This is an optimization exercise on Yosys and OpenROAD, whose aim is small area, a short achievable clock period and few clock cycles per item, not a production implementation.

==> flow/design.v <==
module keyhash (
    input  wire        clk,
    input  wire        rst_n,
    input  wire        req_valid,
    output wire        req_ready,
    input  wire [7:0]  req_ns,
    input  wire [7:0]  req_len,      
    input  wire        key_valid,
    output wire        key_ready,
    input  wire [31:0] key_data,
    output reg         res_valid,
    output wire [63:0] res_hash,
    output wire [15:0] res_fp
);
    localparam [31:0] IV0 = 32'h6a09e667, IV1 = 32'hbb67ae85,
                      IV2 = 32'h3c6ef372, IV3 = 32'ha54ff53a,
                      IV4 = 32'h510e527f, IV5 = 32'h9b05688c,
                      IV6 = 32'h1f83d9ab, IV7 = 32'h5be0cd19;
    localparam [1:0] P_RUN = 2'd0, P_B1 = 2'd1, P_B2 = 2'd2;
    reg [1:0]   ph;
    reg [5:0]   kc;           
    reg         act;          
    reg         last;         
    reg [31:0]  a, b, c, d, e, f, g, h;
    reg [31:0]  p;            
    reg         ld;           
    reg         rg;           
    reg         nkq;          
    reg [31:0]  W [0:15];     
    reg [31:0]  R  [0:3];     
    reg [31:0]  RE [0:3];     
    reg         fvalid;
    reg [7:0]   fns;
    reg [7:0]   fml;          
    reg [1:0]   fnb;          
    reg [5:0]   fg;           
    reg [5:0]   fkw;          
    reg         kwl;          
    reg         kn;           
    reg [31:0]  ir;           
    reg         irv;
    reg [7:0]   carry;        
    reg [31:0] kk;
    always @(*) begin
        case (kc)
            6'd0:  kk = 32'h428a2f98; 6'd1:  kk = 32'h71374491;
            6'd2:  kk = 32'hb5c0fbcf; 6'd3:  kk = 32'he9b5dba5;
            6'd4:  kk = 32'h3956c25b; 6'd5:  kk = 32'h59f111f1;
            6'd6:  kk = 32'h923f82a4; 6'd7:  kk = 32'hab1c5ed5;
            6'd8:  kk = 32'hd807aa98; 6'd9:  kk = 32'h12835b01;
            6'd10: kk = 32'h243185be; 6'd11: kk = 32'h550c7dc3;
            6'd12: kk = 32'h72be5d74; 6'd13: kk = 32'h80deb1fe;
            6'd14: kk = 32'h9bdc06a7; 6'd15: kk = 32'hc19bf174;
            6'd16: kk = 32'he49b69c1; 6'd17: kk = 32'hefbe4786;
            6'd18: kk = 32'h0fc19dc6; 6'd19: kk = 32'h240ca1cc;
            6'd20: kk = 32'h2de92c6f; 6'd21: kk = 32'h4a7484aa;
            6'd22: kk = 32'h5cb0a9dc; 6'd23: kk = 32'h76f988da;
            6'd24: kk = 32'h983e5152; 6'd25: kk = 32'ha831c66d;
            6'd26: kk = 32'hb00327c8; 6'd27: kk = 32'hbf597fc7;
            6'd28: kk = 32'hc6e00bf3; 6'd29: kk = 32'hd5a79147;
            6'd30: kk = 32'h06ca6351; 6'd31: kk = 32'h14292967;
            6'd32: kk = 32'h27b70a85; 6'd33: kk = 32'h2e1b2138;
            6'd34: kk = 32'h4d2c6dfc; 6'd35: kk = 32'h53380d13;
            6'd36: kk = 32'h650a7354; 6'd37: kk = 32'h766a0abb;
            6'd38: kk = 32'h81c2c92e; 6'd39: kk = 32'h92722c85;
            6'd40: kk = 32'ha2bfe8a1; 6'd41: kk = 32'ha81a664b;
            6'd42: kk = 32'hc24b8b70; 6'd43: kk = 32'hc76c51a3;
            6'd44: kk = 32'hd192e819; 6'd45: kk = 32'hd6990624;
            6'd46: kk = 32'hf40e3585; 6'd47: kk = 32'h106aa070;
            6'd48: kk = 32'h19a4c116; 6'd49: kk = 32'h1e376c08;
            6'd50: kk = 32'h2748774c; 6'd51: kk = 32'h34b0bcb5;
            6'd52: kk = 32'h391c0cb3; 6'd53: kk = 32'h4ed8aa4a;
            6'd54: kk = 32'h5b9cca4f; 6'd55: kk = 32'h682e6ff3;
            6'd56: kk = 32'h748f82ee; 6'd57: kk = 32'h78a5636f;
            6'd58: kk = 32'h84c87814; 6'd59: kk = 32'h8cc70208;
            6'd60: kk = 32'h90befffa; 6'd61: kk = 32'ha4506ceb;
            6'd62: kk = 32'hbef9a3f7; default: kk = 32'hc67178f2;
        endcase
    end
    wire [5:0] mw    = fml[7:2];
    wire [1:0] mb    = fml[1:0];
    wire       w_lt  = (fg < mw);
    wire       w_eq  = (fg == mw);
    wire       w_len = (fg == {fnb, 4'hf});
    wire [5:0] fg1   = fg + 6'd1;
    wire [7:0] b0src = (fg == 6'd0) ? fns : carry;
    reg [31:0] msg;
    integer qq;
    always @(*) begin
        for (qq = 0; qq < 4; qq = qq + 1) begin
            if (w_lt || (w_eq && qq[1:0] < mb))
                msg[31-8*qq -: 8] = (qq == 0) ? b0src : ir[39-8*qq -: 8];
            else if (w_eq && qq[1:0] == mb)
                msg[31-8*qq -: 8] = 8'h80;
            else
                msg[31-8*qq -: 8] = 8'h00;
        end
        if (w_len)
            msg = {16'd0, 5'd0, fml, 3'd0};
    end
    wire phB1    = (ph == P_B1);
    wire phB2    = (ph == P_B2);
    wire phRUN   = (ph == P_RUN);
    wire sf      = (phB1 && fvalid) || phB2 || ld;
    wire consume = sf && kn;              
    wire adv     = !(consume && !irv);
    wire ring_en = act && (rg || phB1);
    wire cont    = act && !last;          
    wire nk      = !cont;                 
    assign req_ready = !fvalid;
    assign key_ready = fvalid && kwl && (!irv || consume);
    wire req_hs = req_valid && !fvalid;
    wire key_hs = key_valid && key_ready;
    assign res_hash = {R[3], R[2]};
    assign res_fp   = R[1][31:16];
    function [31:0] rotr(input [31:0] x, input integer n);
        rotr = (x >> n) | (x << (32 - n));
    endfunction
    wire [31:0] S1 = rotr(e, 6) ^ rotr(e, 11) ^ rotr(e, 25);
    wire [31:0] S0 = rotr(a, 2) ^ rotr(a, 13) ^ rotr(a, 22);
    wire [31:0] CH = (e & f) ^ (~e & g);
    wire [31:0] MJ = (a & b) ^ (a & c) ^ (b & c);
    wire [31:0] t_s  = p ^ S1 ^ CH;
    wire [31:0] t_c  = ((p & S1) | (p & CH) | (S1 & CH)) << 1;
    wire [31:0] x_s  = t_s ^ t_c ^ d;
    wire [31:0] x_c  = ((t_s & t_c) | (t_s & d) | (t_c & d)) << 1;
    wire [31:0] e_n  = x_s + x_c;
    wire [31:0] u_s  = t_s ^ t_c ^ S0;
    wire [31:0] u_c  = ((t_s & t_c) | (t_s & S0) | (t_c & S0)) << 1;
    wire [31:0] v_s  = u_s ^ u_c ^ MJ;
    wire [31:0] v_c  = ((u_s & u_c) | (u_s & MJ) | (u_c & MJ)) << 1;
    wire [31:0] a_n  = v_s + v_c;
    wire [31:0] w14 = W[14], w1 = W[1];
    wire [31:0] ss1 = rotr(w14, 17) ^ rotr(w14, 19) ^ (w14 >> 10);
    wire [31:0] ss0 = rotr(w1, 7) ^ rotr(w1, 18) ^ (w1 >> 3);
    wire [31:0] wn  = ss1 + W[9] + ss0 + W[0];
    wire [31:0] w_in = sf ? msg : wn;
    wire [31:0] p_n = g + kk + W[15];
    wire [31:0] ra = R[0] + a;        
    wire [31:0] re = RE[0] + e;
    integer i;
    always @(posedge clk) begin
        if (adv) begin
            for (i = 0; i < 15; i = i + 1)
                W[i] <= W[i+1];
            W[15] <= w_in;
            p <= p_n;
            nkq <= nk;
            if (phRUN) begin
                a <= a_n; b <= a; c <= b; d <= c;
                e <= e_n; f <= e; g <= f; h <= g;
            end else if (phB1) begin
                a <= nk ? IV1 : R[3];  b <= nk ? IV2 : R[2];
                c <= nk ? IV3 : R[1];  d <= c;
                e <= nk ? IV5 : RE[3]; f <= nk ? IV6 : RE[2];
                g <= nk ? IV7 : RE[1]; h <= g;
            end else begin
                a <= nkq ? IV0 : R[3];  b <= a; c <= b; d <= c;
                e <= nkq ? IV4 : RE[3]; f <= e; g <= f; h <= g;
            end
            if (phB2 && nkq) begin
                R[0] <= IV3;  R[1] <= IV2;  R[2] <= IV1;  R[3] <= IV0;
                RE[0] <= IV7; RE[1] <= IV6; RE[2] <= IV5; RE[3] <= IV4;
            end else if (ring_en) begin
                R[0] <= R[1];   R[1] <= R[2];   R[2] <= R[3];   R[3] <= ra;
                RE[0] <= RE[1]; RE[1] <= RE[2]; RE[2] <= RE[3]; RE[3] <= re;
            end
        end
        if (key_hs)
            ir <= key_data;
        if (adv && consume)
            carry <= ir[7:0];
        if (req_hs) begin
            fns <= req_ns;
            fml <= req_len + 8'd1;
            fnb <= (req_len + 8'd9) >> 6;
        end
    end
    always @(posedge clk) begin
        if (adv) begin
            case (ph)
                P_RUN: kc <= kc + 6'd1;
                P_B1:  kc <= 6'd0;
                default: kc <= 6'd1;
            endcase
            if (phB1 && fvalid)
                last <= (fg[5:4] == fnb);
        end
        if (!rst_n) begin
            ph        <= P_B1;
            act       <= 1'b0;
            ld        <= 1'b0;
            rg        <= 1'b0;
            fvalid    <= 1'b0;
            irv       <= 1'b0;
            res_valid <= 1'b0;
        end else begin
            res_valid <= 1'b0;
            if (adv) begin
                case (ph)
                    P_RUN: begin
                        ld <= (kc < 6'd14) && (kc != 6'd0);
                        rg <= (kc == 6'd61) || (kc == 6'd62) || (kc == 6'd63);
                        if (kc == 6'd0)
                            ph <= P_B1;
                    end
                    P_B1: begin
                        res_valid <= act && last;
                        if (fvalid) begin
                            ph   <= P_B2;
                            act  <= 1'b1;
                        end else begin
                            act  <= 1'b0;
                        end
                    end
                    default: begin
                        ld <= 1'b1;
                        ph <= P_RUN;
                    end
                endcase
            end
            if (req_hs) begin
                fvalid <= 1'b1;
                fg     <= 6'd0;
                kn     <= (req_len != 8'd0);
            end else if (sf && adv) begin
                fg <= fg1;
                kn <= ({fg1, 2'b01} < {2'b00, fml});
                if (w_len)
                    fvalid <= 1'b0;
            end
            if (req_hs) begin
                fkw <= (req_len + 8'd3) >> 2;
                kwl <= (req_len != 8'd0);
            end else if (key_hs) begin
                fkw <= fkw - 6'd1;
                kwl <= (fkw != 6'd1);
            end
            if (key_hs)
                irv <= 1'b1;
            else if (adv && consume)
                irv <= 1'b0;
        end
    end
endmodule
make LEC_CHECK=0 ABC_CLOCK_PERIOD_IN_PS=4500 CAP_MARGIN=20 CORE_MARGIN=2 CORE_UTILIZATION=40 PLACE_DENSITY=0.6 SETUP_SLACK_MARGIN=5 SLEW_MARGIN=20 finish   # period 15.0 ns
run.sh (not shown) runs the stock make flow with config.mk's settings and CLKGATE_MAP_FILE= SYNTH_SCRIPT=/design/flow/synth_recipe.tcl, a recipe that flattens the netlist after the stock synthesis.
Next try:
==> flow/flow/run.sh (new file) <==
#!/bin/bash
# Standard layout, with timing repair aimed at a 5 ns period (the SDC is unchanged).
set -euo pipefail
bash standard.sh SETUP_SLACK_MARGIN=10 finish > standard_finish.log 2>&1
==> flow/standard.sh (new file) <==
#!/bin/bash
# synth_recipe.tcl (not shown) runs the flow's synth.tcl, then flattens the netlist and writes it again
# the make line also repeats each setting of config.mk as NAME=value (left out here)
make -C /OpenROAD-flow-scripts/flow DESIGN_CONFIG=/design/flow/config.mk WORK_HOME=/design/flow/orfs CLKGATE_MAP_FILE= SYNTH_SCRIPT=/design/flow/synth_recipe.tcl "${@:-finish}"
Settings changed: SETUP_SLACK_MARGIN 5 to not set.
removed: flow/run.sh
Global-route usage stays flat.
Utilization grows by 1.3 points.
Routed wire length grows by 0.79%.
Sequential share of layout area shrinks by 1.4 points.
Critical path depth stays the same.
Fmax grows by 21%.
Die area does not change.
No run of this note included a check of the RTL's function; only the layout flow was run.

static timing again, ports no longer ideal:
The flow's constraints put no driver on any port. The routed layouts listed below were extracted and timed again, unchanged, in two steps.
Step 1 assumes that a clkbuf_16 drives the clock port and a buf_2 every other input.
Step 2 moves the port delays by t, midway between the first and last clock arrival at a register: inputs arrive t later, outputs are due t later. That takes back most of the time a late clock gives input paths.
Three values: ideal, step 1, step 2; two values: the first two.
run | t, ns | slack for setup (ns) | hold slack, ns | slew at the worst register clock pin (ns) | worst slew at a driven data input, ns
the first run | 0.823 | 8.671 / 8.595 / 8.790 | 0.364 / 0.364 / 0.364 | 0.07 / 0.07 | 0.06
the second run | 0.840 | 9.774 / 9.691 / 9.830 | 0.397 / 0.397 / 0.397 | 0.07 / 0.07 | 0.07
After both steps every run listed still meets setup and hold.
